Source: an optimization exercise on an open RTL-to-GDS flow (aim: small area, a short achievable clock period and few clock cycles per item). Production flows keep margins and buffers that such runs may drop.
Function was not checked in any run shown here: the RTL went through the layout flow alone.

## flow/design.v (module list and top-level ports; edited modules follow where they fit)
// module tau_arith: 2528 lines
module tau_arith (
    input  wire        clk,
    input  wire        rst,           
    input  wire        in_valid,
    output wire        in_ready,
    input  wire        in_fn,         
    input  wire [63:0] in_a,
    input  wire [63:0] in_b,
    output reg         out_valid,
    output reg  [63:0] out_result,
    output reg         out_range
);
  // ...
==> flow/flow/run.sh <==
#!/bin/bash
# The standard layout, with repair_timing asked for more setup slack than the
# clock period needs (so that it sizes the critical paths up), and the port
# buffers made with sky130_fd_sc_hd__buf_2.
set -euo pipefail
bash standard.sh SETUP_SLACK_MARGIN=9 "BUFFER_PORTS_ARGS=-buffer_cell sky130_fd_sc_hd__buf_2" finish > standard_make.log 2>&1
==> flow/standard.sh <==
#!/bin/bash
# synth_recipe.tcl (not shown) runs the flow's synth.tcl, then flattens the netlist and writes it again
# the make line also repeats each setting of config.mk as NAME=value (left out here)
make -C /OpenROAD-flow-scripts/flow DESIGN_CONFIG=/design/flow/config.mk WORK_HOME=/design/flow/orfs CLKGATE_MAP_FILE= SYNTH_SCRIPT=/design/flow/synth_recipe.tcl "${@:-finish}"
==> flow/config.mk <==
export PLATFORM = sky130hd
export DESIGN_NAME = tau_arith
export DESIGN_NICKNAME = tau_arith
export VERILOG_FILES = /design/flow/design.v
export SDC_FILE = /design/flow/constraint.sdc
export NUM_CORES = 4
export LEC_CHECK = 0
export CAP_MARGIN = 20
export CORE_MARGIN = 2
export CORE_UTILIZATION = 40
export SLEW_MARGIN = 20
==> flow/constraint.sdc <==
create_clock -name core_clock -period 14.0 [get_ports {clk}]
set_input_delay 2.8000 -clock core_clock [delete_from_list [all_inputs] [get_ports {clk}]]
set_output_delay 2.8000 -clock core_clock [all_outputs]
set_load 0.01 [all_outputs]
==> results.toml, run 1 <==
[final_layout]
seq_cells = 344
reg_top3 = "out_result: 64 flops, dq: 35 flops"
drive_gt1_share_pct = 31.0
nNonClkInverters = 435
seqCellArea_um2 = 8030
seq_share_pct = 19.3
clk_share_pct = 3.19

[worst_setup_path]
path_class = "flop to flop"
r2r_start = "dq[32]$_DFFE_PP_"
path_depth = 29
cpMaxStageDelayCell = "edfxtp_1"

[placed_design]
hpwl_um = 93900
gp_congestion = 0.999
io_buffers = 198

[timing]
hold_viol = 0
setup_violations = 0
fmax_ghz = 0.159

[synth]
yosys-mux-area-fraction_pct = 0.995
synthSimpleGateAreaFrac_pct = 15.4

[worst_hold_path]
hold_end = "out_result[6]$_DFF_P_"

[global_routing]
grtUsageMet1_pct = 37.0
grt_first_pass_wirelength_um = 186000

[die]
ios = 199
die_h_um = 284
fp.dieArea_um2 = 80600

[cts]
cts_made_buffers = 41

[drt]
met2WireLength_um = 58400

[run_status]
status = "timing/DRC/antenna clean"
==> inputs of run 2 (changes only) <==
--- a/flow/design.v
+++ b/flow/design.v
@@ -26,24 +26,37 @@
     reg        wres;              
     reg  [2:0] cnt;               
     reg [34:0] dq;                
     reg [20:0] w_r;               
     reg [31:0] w_sec;             
     reg  [8:0] w_lo;              
     reg  [1:0] w_x;               
     reg        w_rng;             
+    wire        in_abad = (in_a[31:0] >= NS_PER_SEC);
+    wire        in_bbad = (in_b[31:0] >= NS_PER_SEC);
+    wire        in_m1   = (&in_b[63:31]) | ~(|in_b[63:31]);    
+    wire        in_m3   = (&in_b[63:40]) | ~(|in_b[63:40]);    
     wire last  = busy & (cnt == 3'd1);
     wire s2_add = s1_v & ~s1_fn & ~s1_rng;
     wire s2_res = s1_v & (s1_fn | s1_rng);
     wire [2:0] cnt_set = s1_m1 ? 3'd1 : s1_m3 ? 3'd3 : 3'd7;
     wire busy_n  = s2_add | (busy & ~last);
     wire last_n  = s2_add ? s1_m1 : (busy & (cnt == 3'd2));
-    wire wres_n  = s2_res & last;
-    assign in_ready = (~busy_n | last_n) & (~wres_n | last_n);
+    wire wres_n  = s2_res;
+    reg        rdy;
+    assign in_ready = rdy;
+    wire [2:0] n_cnt    = s2_add ? cnt_set : busy ? (cnt - 3'd1) : cnt;
+    wire       n_busy   = ~rst & busy_n;
+    wire       n_last   = n_busy & (n_cnt == 3'd1);
+    wire       n_s1_add = ~rst & in_valid & rdy & ~in_fn & ~in_abad;
+    wire       n_busy_n = n_s1_add | (n_busy & ~n_last);
+    wire       n_last_n = n_s1_add ? in_m1 : (n_busy & (n_cnt == 3'd2));
+    always @(posedge clk)
+        rdy <= ~n_busy_n | n_last_n;
     wire [20:0] rem  = w_r;
     wire [25:0] rp   = {rem, dq[34:30]};
     wire [32:0] ge;
     genvar gi;
     assign ge[0]  = 1'b1;
     assign ge[32] = 1'b0;
     generate
         for (gi = 1; gi < 32; gi = gi + 1) begin : g_cmp
@@ -2431,20 +2444,16 @@
     wire shy_2324 = shp_2175 ^ (shg_2268 | shp_2269);
     wire shy_2325 = shp_2177 ^ (shg_2246 | shp_2247);
     wire shy_2326 = shp_2179 ^ (shg_2270 | shp_2271);
     wire shy_2327 = shp_2181 ^ (shg_2232 | shp_2233);
     wire shy_2328 = shp_2183 ^ (shg_2272 | shp_2273);
     wire shy_2329 = shp_2185 ^ (shg_2248 | shp_2249);
     wire [26:0] ph0 = {shx_2302, shx_2301, shx_2300, shx_2299, shx_2298, shx_2297, shx_2296, shx_2295, shx_2294, shx_2293, shx_2292, shx_2291, shx_2290, shx_2289, shx_2288, shx_2287, shx_2286, shx_2285, shx_2284, shx_2283, shx_2282, shx_2281, shx_2280, shx_2279, shx_2278, shx_2277, shx_2276};
     wire [26:0] ph1 = {shy_2329, shy_2328, shy_2327, shy_2326, shy_2325, shy_2324, shy_2323, shy_2322, shy_2321, shy_2320, shy_2319, shy_2318, shy_2317, shy_2316, shy_2315, shy_2314, shy_2313, shy_2312, shy_2311, shy_2310, shy_2309, shy_2308, shy_2307, shy_2306, shy_2305, shy_2304, shy_2303};
-    wire        in_abad = (in_a[31:0] >= NS_PER_SEC);
-    wire        in_bbad = (in_b[31:0] >= NS_PER_SEC);
-    wire        in_m1   = (&in_b[63:31]) | ~(|in_b[63:31]);    
-    wire        in_m3   = (&in_b[63:40]) | ~(|in_b[63:40]);    
     wire [3:0]  in_k    = {in_fn, ~in_fn & ~in_m3, ~in_fn & ~in_m1 & in_m3, ~in_fn & in_m1};
     always @(posedge clk) begin
         s1_fn  <= in_fn;
         s1_rng <= in_abad | (in_fn & in_bbad);
         s1_m1  <= in_m1;
         s1_m3  <= in_m3;
         s1_kc[0] <= in_k[3];
         s1_kc[1] <= in_k[0] | in_k[2];
@@ -2483,36 +2492,33 @@
         end
     end
     wire [5:0]  pl    = {1'b0, sec_b[4:0]} + {1'b0, d};
     wire [31:0] sec_v = {pl[5] ? ph1 : ph0, pl[4:0]};
     always @(posedge clk) begin
         if (last) begin
             out_result <= {sec_v, 2'b00, r_step, w_lo};
             out_range  <= 1'b0;
-        end else if (wres) begin
+        end else begin
             out_result <= {w_sec, w_x, w_r, w_lo};
             out_range  <= w_rng;
-        end else begin
-            out_result <= s1_rng ? 64'd0 : sum[63:0];
-            out_range  <= s1_rng;
         end
     end
     always @(posedge clk) begin
         if (rst) begin
             busy      <= 1'b0;
             wres      <= 1'b0;
             out_valid <= 1'b0;
         end else begin
             if (busy) begin
                 dq  <= {dq[29:0], d};
                 cnt <= cnt - 3'd1;
                 w_r <= r_step;
             end
-            out_valid <= last | wres | s2_res;
+            out_valid <= last | wres;
             busy <= busy_n;
             wres <= wres_n;
             if (s2_add) begin
                 cnt   <= cnt_set;
                 dq    <= dq_init;
                 w_r   <= r_init;
                 w_sec <= sec_k;
                 w_lo  <= sum[8:0];
==> flow/flow/run.sh (replaced) <==
#!/bin/bash
# The standard layout, with repair_timing asked for more setup slack than the
# clock period needs (so that it sizes the critical paths up), and the port
# buffers made with sky130_fd_sc_hd__buf_2.
set -euo pipefail
bash standard.sh SETUP_SLACK_MARGIN=8 "BUFFER_PORTS_ARGS=-buffer_cell sky130_fd_sc_hd__buf_2" finish > standard_make.log 2>&1
==> run 2 against run 1 <==
Non-clock buffer count down 183; global-route usage decreased by 2.0 points; area after synthesis decreased by 3.6%; sequential share of layout area rose by 3.0 points; via count down 11%; first-iteration DRC count is 7.3% lower; highest routed layer is now met4; die area shrank 3.6%; wire length decreased by 13%; core utilization fell by 5.3 points.
==> results.toml, run 2 <==
[final_layout]
n_fill_cell = 7139
largest_register = "out_result"
fin_util_pct = 48.3
area_growth_pct = 19.2
nets = 4247
final_cells = 4583
layout_commonest_cell = "inv_1"
multiInputGateArea_um2 = 21200
largest_reg_flops = 64
layout_common_cells = "inv_1 (391), fa_1 (306), nand2_1 (225)"
drive_gt1_share_pct = 19.9
reg_top3 = "out_result: 64 flops, dq: 35 flops"
seqCellArea_um2 = 8030

[timing]
final.setup.tns_ps = 0
final.min_clock_period_ps = 6170
rsz0062_at_grt = "true"
hold_viol = 0
fmax_ghz = 0.162
post-route-period-util_pct = 44.1
max-slew-margin-rel_pct = 24.6
slew_viol_final = 0
tightest_slew_ps = 1130
setup_violations = 0
setup_slack_ps = 7830
finClkSkew_ps = 17.7
holdWs_ps = 341

[worst_hold_path]
hold_path_class = "flop to flop"

[die]
core_um2 = 74600
die_h_um = 279
ios = 199
fp.dieArea_um2 = 77700
die_w_um = 279
start_util_pct = 40.5
rows = 100

[global_routing]
grt_first_pass_wirelength_um = 166000
grt_max_degree = 101
antenna_found_initial = 1
grt_use_total_pct = 28.3
gr-total-overflow = 0
grt_pass1_vias = 26500

[placed_design]
hpwl_um = 86500
gp_congestion = 0.964
dp_slack_ps = 6920
io_buffers = 198
dp_cells = 4353

[drt]
post_drt_wl_per_cell_um = 24.3
drc = 0
first_pass_iters = 6
wl_um = 111000
final_antenna_net_count = 0
routed_via_density = 5.74
vias = 26300
drtIter0Drc = 2717

[synth]
ys_types = 77
ys_top_cells_by_count = "inv_1 (413), fa_1 (316), dfxtp_1 (242), nand2_1 (233), nor2_1 (229)"
syn_avg_cell_area_um2 = 9.16
synth_top_cell_area_share_pct = 21.0
synth_area_leaders = "fa_1 (21%), dfxtp_1 (16%), edfxtp_1 (10%)"
synth.most_common_cell = "inv_1"
synth_enable_flop_cells = 103
synth_nets = 3960
syn_area_um2 = 30200
yosysWarnings = 1
syn_inst = 3294
synth.largest_area_cell = "fa_1"
ys_async_sr_fraction_pct = 0
synth_ff_type = "dfxtp_1"
seq_area_frac_synth_pct = 26.3
synth_seq_cells = 345

[worst_setup_path]
critPathLaunchType = "flop"
path_max_fanout = 7
crit_start = "dq[32]$_DFFE_PP_"
required_ps = 14340
cpMaxStageDelayCell = "a211oi_1"
r2r_start = "dq[32]$_DFFE_PP_"
crit_end = "w_r[19]$_DFFE_PP_"
crit_path_end_kind = "flop"
max_stage_delay_ps = 580
path_class = "flop to flop"
arrival_ps = 6510
r2r-end = "w_r[19]$_DFFE_PP_"
rrSetupSlack_ps = 7830
worst_path_most_repeated_cell = "o21ai_0"
reg2regPathDepth = 27

[cts]
clock-root-buffer = "clkbuf_16"
clkLatencyLatePin_ps = 610
numClockSinks = 345
path_clk_slew_ps = 60
htreeDepth = 2
cts_made_buffers = 41
cts_tree = "yes"
cts_buffer_depth = 3
holdBufCountCts = 0

[run]
max_cap_violations = 0

[run_status]
status = "timing/DRC/antenna clean"
==> run 2: worst min-delay path by stage <==
stage | startpoint | endpoint | slack, ps | depth (start not counted)
2_1_floorplan | w_lo[0]$_DFFE_PP_ | out_result[0]$_DFF_P_ | 320 | 0
3_3_place_gp | w_lo[6]$_DFFE_PP_ | out_result[6]$_DFF_P_ | 320 | 0
4_1_cts | w_lo[0]$_DFFE_PP_ | out_result[0]$_DFF_P_ | 340 | 0
5_1_grt | w_lo[0]$_DFFE_PP_ | out_result[0]$_DFF_P_ | 350 | 0
6_report | w_lo[3]$_DFFE_PP_ | out_result[3]$_DFF_P_ | 340 | 0
3_5_place_dp | w_lo[3]$_DFFE_PP_ | out_result[3]$_DFF_P_ | 330 | 0
==> run 2: cell type report <==
class                           instances  area share (%)
Clock buffer                           52            3.23
Antenna cell                            1         0.00695
Multi-Input combinational cell       2398            58.9
Tap cell                              969            3.37
Timing Repair Buffer                  379            6.86
Sequential cell                       345            22.3
Inverter                              416            4.55
Clock inverter                         23           0.806
==> run 2: kinds of logic (layout without fill, tap and decap cells) <==
logic type      after synthesis  in the layout  synth area share, %
buf+inv                     551            870                 6.86
simple gates                915            915                 15.1
xor+xnor                    173            173                 5.02
compound gates              758            758                 16.1
mux                          18             18                0.634
other cells                   0              1                    0
fa+ha+maj                   534            534                 30.0
flops                       345            345                 26.3
==> run 2: timing repair <==
| item | in CTS | in global routing |
|---|---|---|
| setup buffers | 106 | 46 |
| cloned | 1 | 1 |
| pin swaps | 35 | 44 |
| setup endpoints to repair | 81 | 55 |
| resized for setup | 169 | 142 |
| hold endpoints to repair | 0 | 0 |
==> run 2: per-layer routing <==
layer	global-route usage (%)	routed length [um]	part of all wire (%)	vias up
met3	5.00	8810	7.9	390
met5	0	0	0	-
met4	14.6	7090	6.4	0
li1	-	-	-	11900
met2	46.7	51400	46	1288
met1	35.6	44100	40	12700
==> run 2: per-stage QoR <==
step	cell area, um^2
after floorplan	30200
after global placement	32100
after detailed placement	32100
after CTS	35000
after global routing	36000
final	36000
==> run 2: critical path: cells and delay by family, from the launching register on <==
| family | cells | cell delay, ps |
|---|---|---|
| buf+inv | 4 | 690 |
| fa+ha+maj | 2 | 490 |
| simple gates | 6 | 1290 |
| compound gates | 14 | 2760 |
| flops | 1 | 480 |
| xor+xnor | 1 | 170 |

==> re-timing with driven ports <==
Ports are ideal in the flow. The routed layouts listed here were re-timed in OpenROAD.
Step 1 sets driving cells, clkbuf_16 on the clock port and buf_2 on the other inputs (assumed; they add their load-dependent delay and slew).
Step 2 adds t to the input delays and takes it off the output delays; t is the mean of the earliest and latest rising clock arrival at the registers after step 1. Input paths then give back, and output paths get back, about the clock's delay inside the block.
Slacks: ideal / step 1 / step 2; pairs: ideal / step 1.
run	shift t [ns]	slack for setup (ns)	slew at the worst register clock pin (ns)	worst data-port slew with drivers (ns)
run 1	0.659	7.725 / 7.725 / 7.725	0.07 / 0.07	0.04
run 2	0.667	7.833 / 7.833 / 7.631	0.07 / 0.07	0.05
After both steps every run listed still meets setup and hold. The setup slack of run 2, which loses most, moves by 0.000 ns with the drivers and by -0.202 ns with both steps.
